Background: an optimization exercise with open tools, aiming at small area, a short achievable clock period and few clock cycles per item. Do not read the settings as production practice. RTL that was checked went through simulation tests only; none was proved equivalent to the original.

Setup of run A:
Design cmac_tag, start of the top module:
module cmac_tag (
    input  wire         clk,
    input  wire         rst,           
    input  wire         in_valid,
    output wire         in_ready,
    input  wire         in_first,      
    input  wire         in_last,       
    input  wire [4:0]   in_nbytes,     
    input  wire [127:0] in_data,
    input  wire [127:0] key,
    output reg          tag_valid,
    output reg  [63:0]  tag
);
Size: ~5,900 cells after synthesis, about 330 I/O pins, about 54,000 um2 of cells after synthesis.
==> flow/config.mk <==
export PLATFORM = sky130hd
export DESIGN_NAME = cmac_tag
export DESIGN_NICKNAME = cmac_tag
export VERILOG_FILES = /design/flow/design.v
export SDC_FILE = /design/flow/constraint.sdc
export NUM_CORES = 8
export LEC_CHECK = 0
export CAP_MARGIN = 20
export CORE_MARGIN = 2
export CORE_UTILIZATION = 50
export CTS_CLUSTER_DIAMETER = 70
export CTS_CLUSTER_SIZE = 24
export GPL_ROUTABILITY_DRIVEN = 0
export PLACE_DENSITY = 0.6
export SETUP_SLACK_MARGIN = 4
export SLEW_MARGIN = 20
==> flow/constraint.sdc <==
create_clock -name core_clock -period 10.0 [get_ports {clk}]
set_input_delay 2.0000 -clock core_clock [delete_from_list [all_inputs] [get_ports {clk}]]
set_output_delay 2.0000 -clock core_clock [all_outputs]
set_load 0.01 [all_outputs]
standard.sh (not shown) runs the stock make flow with config.mk's settings and CLKGATE_MAP_FILE= SYNTH_SCRIPT=/design/flow/synth_recipe.tcl, a recipe that flattens the netlist after the stock synthesis.
==> flow/flow/run.sh <==
#!/bin/bash
# Layout flow: the standard flow (standard.sh), with synthesis run by
# flow/synth_custom.tcl, which maps logic with an area-recovering ABC script,
# and the port buffers made of buf_1 cells.
set -euo pipefail
cd "$(dirname "$0")/.."
W=$PWD
bash standard.sh SYNTH_SCRIPT=$W/flow/synth_custom.tcl \
  "BUFFER_PORTS_ARGS=-buffer_cell sky130_fd_sc_hd__buf_1" \
  finish > $W/flow_orfs.log 2>&1
==> flow/flow/abc_custom.script <==
strash
&get -n
&st
&dch
&nf -R 20 -p
&put
topo
stime -c
buffer -c
upsize -c
dnsize -c
==> flow/flow/synth_custom.tcl <==
# The standard flow's synthesis (synth_recipe.tcl) with one change: ABC maps with an
# area-recovering script instead of ORFS's abc_speed.script.
set ::custom_abc_script [file join [file dirname [file normalize [info script]]] abc_custom.script]
proc synth {args} { yosys synth -nofsm -noshare {*}$args }
proc abc {args} {
  set i [lsearch -exact $args -script]
  if { $i >= 0 } {
    set args [lreplace $args [expr {$i + 1}] [expr {$i + 1}] $::custom_abc_script]
  }
  yosys abc {*}$args
}
source $::env(SCRIPTS_DIR)/synth.tcl
# left out here: clear keep_hierarchy, flatten, clean up, hide names made inside functions, write 1_2_yosys.v
Testbench counts of run A, summed over its fixed seeds: cycles 16,804, messages 480.
The following lists how run B was set up differently from run A:
Settings: swapping 0.6 for 0.5 in PLACE_DENSITY; swapping 4 for 4.3 in SETUP_SLACK_MARGIN; swapping 50 for 40 in CORE_UTILIZATION.
-- flow/flow/run.sh --
<<< run A, line 7
W=$PWD
bash standard.sh SYNTH_SCRIPT=$W/flow/synth_custom.tcl \
  "BUFFER_PORTS_ARGS=-buffer_cell sky130_fd_sc_hd__buf_1" \
  finish > $W/flow_orfs.log 2>&1
>>> run B, line 7
W=$PWD
bash standard.sh SYNTH_SCRIPT=$W/flow/synth_custom.tcl \
  "BUFFER_PORTS_ARGS=-buffer_cell sky130_fd_sc_hd__buf_1" RECOVER_POWER=100 \
  finish > $W/flow_orfs.log 2>&1
==> run summary <==
- Every stage of run B finished as expected; the final checks, on the other hand, flagged max-capacitance violations, max-slew violations, which means the layout fails.
- Against run A, run B comes in 21 ps lower on hold slack.
- Going from run A to run B, maximum single-stage delay on the critical path climbed 360 ps, critical path depth picked up an extra 3.
Changes in run C relative to run B:
-- flow/flow/run.sh --
<<< run B, line 7
W=$PWD
bash standard.sh SYNTH_SCRIPT=$W/flow/synth_custom.tcl \
  "BUFFER_PORTS_ARGS=-buffer_cell sky130_fd_sc_hd__buf_1" RECOVER_POWER=100 \
  finish > $W/flow_orfs.log 2>&1
>>> run C, line 7
W=$PWD
bash standard.sh SYNTH_SCRIPT=$W/flow/synth_custom.tcl \
  "BUFFER_PORTS_ARGS=-buffer_cell sky130_fd_sc_hd__buf_1" \
  finish > $W/flow_orfs.log 2>&1
### Flow results
Total via count after detailed routing: run B vs run C — no meaningful difference
Sort run C and run B by setup slack after layout, ascending, and run B comes first.
Run C finished all stages; the layout is clean.
Ran to the end and failed final checks on max-capacitance violations, max-slew violations: run B.
The following lists how run D was set up differently from run C:
Settings: a change of CORE_UTILIZATION from 40 to 50; a change of SETUP_SLACK_MARGIN from 4.3 to 3.5; a change of PLACE_DENSITY from 0.5 to 0.6.
Results
Diff run C -> run D: filler-free cell count of the finished design fell 6.5%; logic depth of the worst setup path including buffers up 1; first-pass iteration count of the detailed router saw an increase.

* * *

sierra:
Another version of the RTL of cmac_tag (not shown whole).
Size: roughly 530 flip-flops, about 330 I/O pins.
export LEC_CHECK = 0
export CAP_MARGIN = 20
export CORE_MARGIN = 2
export CORE_UTILIZATION = 25
export PLACE_DENSITY = 0.4
export SLEW_MARGIN = 20
create_clock -name core_clock -period 10.0 [get_ports {clk}]
==> flow/flow/run.sh <==
#!/bin/bash
# Layout flow: the standard flow (standard.sh), with synthesis run by
# flow/synth_custom.tcl, which maps logic with an area-recovering ABC script.
set -euo pipefail
cd "$(dirname "$0")/.."
W=$PWD
bash standard.sh SYNTH_SCRIPT=$W/flow/synth_custom.tcl finish > $W/flow_orfs.log 2>&1
==> flow/flow/abc_custom.script <==
strash
&get -n
&st
&dch
&nf -R 1000
&put
topo
stime -c
buffer -c
upsize -c
dnsize -c
Scripts as last shown in full above: flow/flow/synth_custom.tcl
Relative to sierra, the following input files were edited for maple:
# sierra
export LEC_CHECK = 0
export CAP_MARGIN = 20
export CORE_MARGIN = 2
export CORE_UTILIZATION = 25
export PLACE_DENSITY = 0.4
export SLEW_MARGIN = 20
create_clock -name core_clock -period 10.0 [get_ports {clk}]
# maple
export LEC_CHECK = 0
export CAP_MARGIN = 20
export CORE_MARGIN = 2
export CORE_UTILIZATION = 25
export PLACE_DENSITY = 0.4
export SETUP_SLACK_MARGIN = 3
export SLEW_MARGIN = 20
create_clock -name core_clock -period 10.0 [get_ports {clk}]
==> flow/run.sh (new file) <==
#!/bin/bash
# synth_recipe.tcl (not shown) runs the flow's synth.tcl, then flattens the netlist and writes it again
# the make line also repeats each setting of config.mk as NAME=value (left out here)
make -C /OpenROAD-flow-scripts/flow DESIGN_CONFIG=/design/flow/config.mk WORK_HOME=/design/flow/orfs CLKGATE_MAP_FILE= SYNTH_SCRIPT=/design/flow/synth_recipe.tcl finish
removed: flow/flow/run.sh
removed: flow/flow/abc_custom.script
removed: flow/flow/synth_custom.tcl
removed: flow/standard.sh
Changes observed in maple relative to sierra: global-route usage picked up an extra 3.0 points; area of the die now larger; aggregate routed wire length picked up an extra 57%; pin count of the biggest net entering global routing now sits lower.
No run of this note included a check of the RTL's function; only the layout flow was run.

* * *

cmac_tag with an RTL version that a note above also has.
Size: roughly 590 flip-flops, ~330 I/O pins, roughly 54000 sq um of cells after synthesis.
clock: 10.0 ns
lec_check: 0
cap_margin: 20
core_margin: 2
core_utilization: 60
cts_cluster_diameter: 70
cts_cluster_size: 24
gpl_routability_driven: 0
place_density: 0.7
setup_slack_margin: 4.3
slew_margin: 20
==> flow/flow/run.sh <==
#!/bin/bash
# Layout flow: the standard flow (standard.sh), with synthesis run by
# flow/synth_custom.tcl, which maps logic with an area-recovering ABC script,
# and the port buffers made of buf_1 cells.
set -euo pipefail
cd "$(dirname "$0")/.."
W=$PWD
bash standard.sh SYNTH_SCRIPT=$W/flow/synth_custom.tcl \
  "BUFFER_PORTS_ARGS=-buffer_cell sky130_fd_sc_hd__buf_1" \
  finish > $W/flow_orfs.log 2>&1
==> flow/flow/abc_custom.script <==
strash
&get -n
&st
&dch
&nf -R 20 -p
&put
topo
stime -c
buffer -c
upsize -c
dnsize -c
==> flow/flow/synth_custom.tcl <==
# The standard flow's synthesis (synth_recipe.tcl) with one change: ABC maps with an
# area-recovering script instead of ORFS's abc_speed.script.
set ::custom_abc_script [file join [file dirname [file normalize [info script]]] abc_custom.script]
proc synth {args} { yosys synth -nofsm -noshare {*}$args }
proc abc {args} {
  set i [lsearch -exact $args -script]
  if { $i >= 0 } {
    set args [lreplace $args [expr {$i + 1}] [expr {$i + 1}] $::custom_abc_script]
  }
  yosys abc {*}$args
}
source $::env(SCRIPTS_DIR)/synth.tcl
# left out here: clear keep_hierarchy, flatten, clean up, hide names made inside functions, write 1_2_yosys.v
The starting point ran to the end with no violations.
Testbench counts at the start, summed over its fixed seeds: cycles 16,804, messages 480.
Rerun with:
Settings changed: CORE_UTILIZATION 60 to 40, PLACE_DENSITY 0.7 to 0.5, SETUP_SLACK_MARGIN 4.3 to 4.1.
Effect: Die area climbs by 49%. Sequential cell count stays the same. Clock skew drops by 8.1 ps.
Rerun with:
==> flow/flow/abc_custom.script (replaced) <==
strash
&get -n
&st
&dch
&nf -R 20 -p
&put
topo
stime -c
Settings changed: SETUP_SLACK_MARGIN 4.1 to 4.3.
Setup slack is better by 99 ps.
Die area goes down by 3.3%.
Final cell count goes up by 0.87%.
Critical path depth is unchanged.
Cell area goes up by about 4%.
Register-to-register slack is better by 99 ps.
Count of clock-buffer cells in the layout goes up by 13.
Wire length goes up by 0.76%.
Core utilization goes up by 3.8 points.
Synthesized area goes down by 3.3%.
Rerun with:
==> flow/flow/abc_custom.script (replaced) <==
strash
&get -n
&st
&dch
&nf -R 20 -p
&put
topo
stime -c
buffer -c
upsize -c
dnsize -c
Settings changed: CORE_UTILIZATION 40 to 50, PLACE_DENSITY 0.5 to 0.6.
Outcome: Cell count drops by about 4.7%. Cell area drops by 2.1%. Global-route usage climbs by 4.2 points. Worst setup slack is better by 22 ps. Clock skew drops by 5.5 ps.

* * *

Another version of the RTL of cmac_tag (not shown whole).
For scale: ~330 I/O pins, roughly 0.055 mm² of cells after synthesis.
clock: 10.0 ns
lec_check: 0
cap_margin: 20
core_margin: 2
core_utilization: 50
place_density: 0.6
setup_slack_margin: 3
slew_margin: 20
==> flow/flow/abc_custom.script <==
strash
&get -n
&st
&dch
&nf -R 1000
&put
topo
stime -c
Scripts as last shown in full above: flow/flow/run.sh, flow/flow/synth_custom.tcl
The first run finished with timing, DRC and antenna clean.
Testbench counts at the start, summed over its fixed seeds: cycles 16,796, messages 480.
Then changed:
==> flow/flow/abc_custom.script (replaced) <==
strash
&get -n
&st
&dch
&nf -R 1000
&put
topo
stime -c
buffer -c
upsize -c
dnsize -c
Settings changed: CORE_UTILIZATION 50 to 25, CTS_BUF_LIST from default to sky130_fd_sc_hd__clkbuf_4 sky130_fd_sc_hd__clkbuf_8, PLACE_DENSITY 0.6 to 0.4.
Outcome: The changed run went through all stages and came out clean. Wire length is higher by 21%. Area after synthesis is higher by 5.7%. Setup slack improves by 130 ps. Global-route usage is lower by 16 points. Final cell count is higher by 21%. Clock-buffer cell count is higher by 101. Die area is higher by 110%.
Then changed:
==> flow/flow/run.sh (replaced) <==
#!/bin/bash
# Layout flow: the standard flow (standard.sh), with synthesis run by
# flow/synth_custom.tcl, which maps logic with an area-recovering ABC script.
set -euo pipefail
cd "$(dirname "$0")/.."
W=$PWD
bash standard.sh SYNTH_SCRIPT=$W/flow/synth_custom.tcl finish > $W/flow_orfs.log 2>&1
Settings changed: CTS_BUF_LIST sky130_fd_sc_hd__clkbuf_4 sky130_fd_sc_hd__clkbuf_8 to default.
Via count is lower by 1.2%.
Count of clock-buffer cells in the layout shrinks by 83.
Final area rose by 2.2%.
Sequential share of layout area goes down by 0.40 points.
Setup slack gets worse by 61 ps.
Sequential cell count does not change.
Then changed:
==> flow/flow/run.sh (replaced) <==
#!/bin/bash
# Layout flow: the standard flow (standard.sh), with synthesis run by
# flow/synth_custom.tcl, which maps logic with an area-recovering ABC script,
# and the port buffers made of buf_1 cells.
set -euo pipefail
cd "$(dirname "$0")/.."
W=$PWD
bash standard.sh SYNTH_SCRIPT=$W/flow/synth_custom.tcl \
  "BUFFER_PORTS_ARGS=-buffer_cell sky130_fd_sc_hd__buf_1" \
  finish > $W/flow_orfs.log 2>&1
==> flow/flow/abc_custom.script (replaced) <==
strash
&get -n
&st
&dch
&nf -R 1000 -p
&put
topo
stime -c
buffer -c
upsize -c
dnsize -c
Settings changed: CORE_UTILIZATION 25 to 50, PLACE_DENSITY 0.4 to 0.6.
=>
- The changed run finished with timing, DRC and antenna clean
- cell count is lower by about a fifth
- area after synthesis drops slightly
- routed wire length decreases by about a fifth
Then changed:
==> flow/flow/run.sh (replaced) <==
#!/bin/bash
# Layout flow: the standard flow (standard.sh), with synthesis run by
# flow/synth_custom.tcl, which maps logic with an area-recovering ABC script.
set -euo pipefail
cd "$(dirname "$0")/.."
W=$PWD
bash standard.sh SYNTH_SCRIPT=$W/flow/synth_custom.tcl finish > $W/flow_orfs.log 2>&1
==> flow/flow/abc_custom.script (replaced) <==
strash
&get -n
&st
&dch
&nf -R 1000
&put
topo
stime -c
buffer -c
upsize -c
dnsize -c
Settings changed: CORE_UTILIZATION 50 to 25, PLACE_DENSITY 0.6 to 0.4, SETUP_SLACK_MARGIN 3 to 5.
Effect: The changed run completed without violations; routed wire length is higher by 28%; sequential share of layout area shrinks by 6.5 points; register-to-register slack gains 1100 ps; critical path depth climbs by 11; via count rose by 9.3%; non-clock buffer count is higher by 1183; global-route usage went down by 13 points.
Then changed:
==> flow/flow/run.sh (replaced) <==
#!/bin/bash
# Layout flow: the standard flow (standard.sh), with synthesis run by
# flow/synth_custom.tcl, which maps logic with an area-recovering ABC script,
# and the port buffers made of buf_1 cells.
set -euo pipefail
cd "$(dirname "$0")/.."
W=$PWD
bash standard.sh SYNTH_SCRIPT=$W/flow/synth_custom.tcl \
  "BUFFER_PORTS_ARGS=-buffer_cell sky130_fd_sc_hd__buf_1" \
  finish > $W/flow_orfs.log 2>&1
Settings changed: SETUP_SLACK_MARGIN 5 to 3.
=> The changed run completed without violations; setup slack loses 1100 ps; synthesized cell count is unchanged; non-clock buffer count falls by 1120; sequential share of layout area went up by 5.3 points; count of clock-buffer cells in the layout fell by 5; cell count shrinks by 9.7%; via count decreases by 9.9%; die area is unchanged; area after synthesis stays the same; cell area came out lower by 30%.

* * *

Setup of v6:
cmac_tag, a different RTL version from the one above (not shown whole).
Size: ~7,100 cells after synthesis, about 600 flip-flops, about 330 I/O pins, ~59,000 µm² of cells after synthesis.
Settings: LEC_CHECK=0, CAP_MARGIN=20, CORE_MARGIN=2, CORE_UTILIZATION=25, PLACE_DENSITY=0.4, SETUP_SLACK_MARGIN=3, SLEW_MARGIN=20; clock period 10.0 ns.
==> flow/flow/run.sh <==
#!/bin/bash
# Layout flow: the standard flow (standard.sh), with synthesis run by
# flow/synth_custom.tcl, which maps logic with an area-recovering ABC script.
set -euo pipefail
cd "$(dirname "$0")/.."
W=$PWD
bash standard.sh SYNTH_SCRIPT=$W/flow/synth_custom.tcl finish > $W/flow_orfs.log 2>&1
==> flow/flow/abc_custom.script <==
strash
&get -n
&st
&dch
&nf -R 1000
&put
topo
stime -c
buffer -c
upsize -c
dnsize -c
Scripts as last shown in full above: flow/flow/synth_custom.tcl
v6: no failed stages, no open violations at the end
## Diff of input files: v7 against v6
diff --git a/flow/config.mk b/flow/config.mk
--- a/flow/config.mk
+++ b/flow/config.mk
@@ -11,3 +11,3 @@
 export PLACE_DENSITY = 0.4
-export SETUP_SLACK_MARGIN = 3
+export SETUP_SLACK_MARGIN = 4
 export SLEW_MARGIN = 20
Notes after the runs:
v7 ended with every stage complete and zero timing, DRC or antenna violations. Diff v6 -> v7: number of filler instances in the final layout down about 4.3%, number of placed instances, taps included flat, number of cells in the finished layout apart from fillers up 492, area occupied by multi-input gates up 15%.
No run of this note included a check of the RTL's function; only the layout flow was run.

==> separate check: timing with driven ports <==
Ports are ideal in the flow. The routed layouts listed here were re-timed in OpenROAD. Step 1 (the two cells are an assumption about what drives the block):
set clk [get_ports {clk}]
set_driving_cell -lib_cell sky130_fd_sc_hd__clkbuf_16 $clk
set_driving_cell -lib_cell sky130_fd_sc_hd__buf_2 [delete_from_list [all_inputs] $clk]
Step 2 adds t to the input delays and takes it off the output delays; t is the mean of the earliest and latest rising clock arrival at the registers after step 1. Input paths then give back, and output paths get back, about the clock's delay inside the block. Slacks: ideal / step 1 / step 2; pairs: ideal / step 1.
| run | shift t [ns] | slack for setup (ns) | hold slack, ns |
|---|---|---|---|
| run A | 0.751 | 4.065 / 4.065 / 4.065 | 0.480 / 0.480 / 0.480 |
| run B | 0.805 | 2.494 / 2.494 / 2.494 | 0.459 / 0.459 / 0.459 |
| run C | 0.808 | 4.442 / 4.442 / 4.251 | 0.459 / 0.459 / 0.459 |
| run D | 0.756 | 3.617 / 3.617 / 3.617 | 0.467 / 0.467 / 0.467 |
| sierra | 0.766 | 2.030 / 2.030 / 2.030 | 0.463 / 0.463 / 0.463 |
| maple | 0.816 | 3.064 / 3.064 / 2.920 | 0.466 / 0.466 / 0.466 |
| the first run of note 3 | 0.740 | 4.215 / 4.215 / 4.215 | 0.466 / 0.466 / 0.466 |
| the second run of note 3 | 0.803 | 4.187 / 4.187 / 4.187 | 0.461 / 0.461 / 0.461 |
| the third run of note 3 | 0.753 | 4.286 / 4.286 / 4.286 | 0.461 / 0.461 / 0.461 |
| the fourth run of note 3 | 0.754 | 4.308 / 4.308 / 4.058 | 0.473 / 0.473 / 0.473 |
| the first run of note 4 | 0.730 | 3.157 / 3.157 / 3.157 | 0.464 / 0.464 / 0.464 |
| the second run of note 4 | 0.972 | 3.289 / 3.289 / 3.289 | 0.463 / 0.463 / 0.463 |
| the third run of note 4 | 0.823 | 3.229 / 3.229 / 3.229 | 0.471 / 0.471 / 0.471 |
| the fourth run of note 4 | 0.738 | 3.275 / 3.275 / 3.275 | 0.454 / 0.454 / 0.454 |
| the fifth run of note 4 | 0.814 | 4.357 / 4.357 / 3.828 | 0.470 / 0.470 / 0.470 |
| the sixth run of note 4 | 0.816 | 3.271 / 3.271 / 3.271 | 0.463 / 0.463 / 0.463 |
| v6 | 0.820 | 3.162 / 3.162 / 3.162 | 0.479 / 0.479 / 0.479 |
| v7 | 0.828 | 3.963 / 3.963 / 3.392 | 0.471 / 0.471 / 0.471 |
For v7, which loses most, drivers alone change the setup slack by 0.000 ns; drivers and shift together by -0.571 ns.
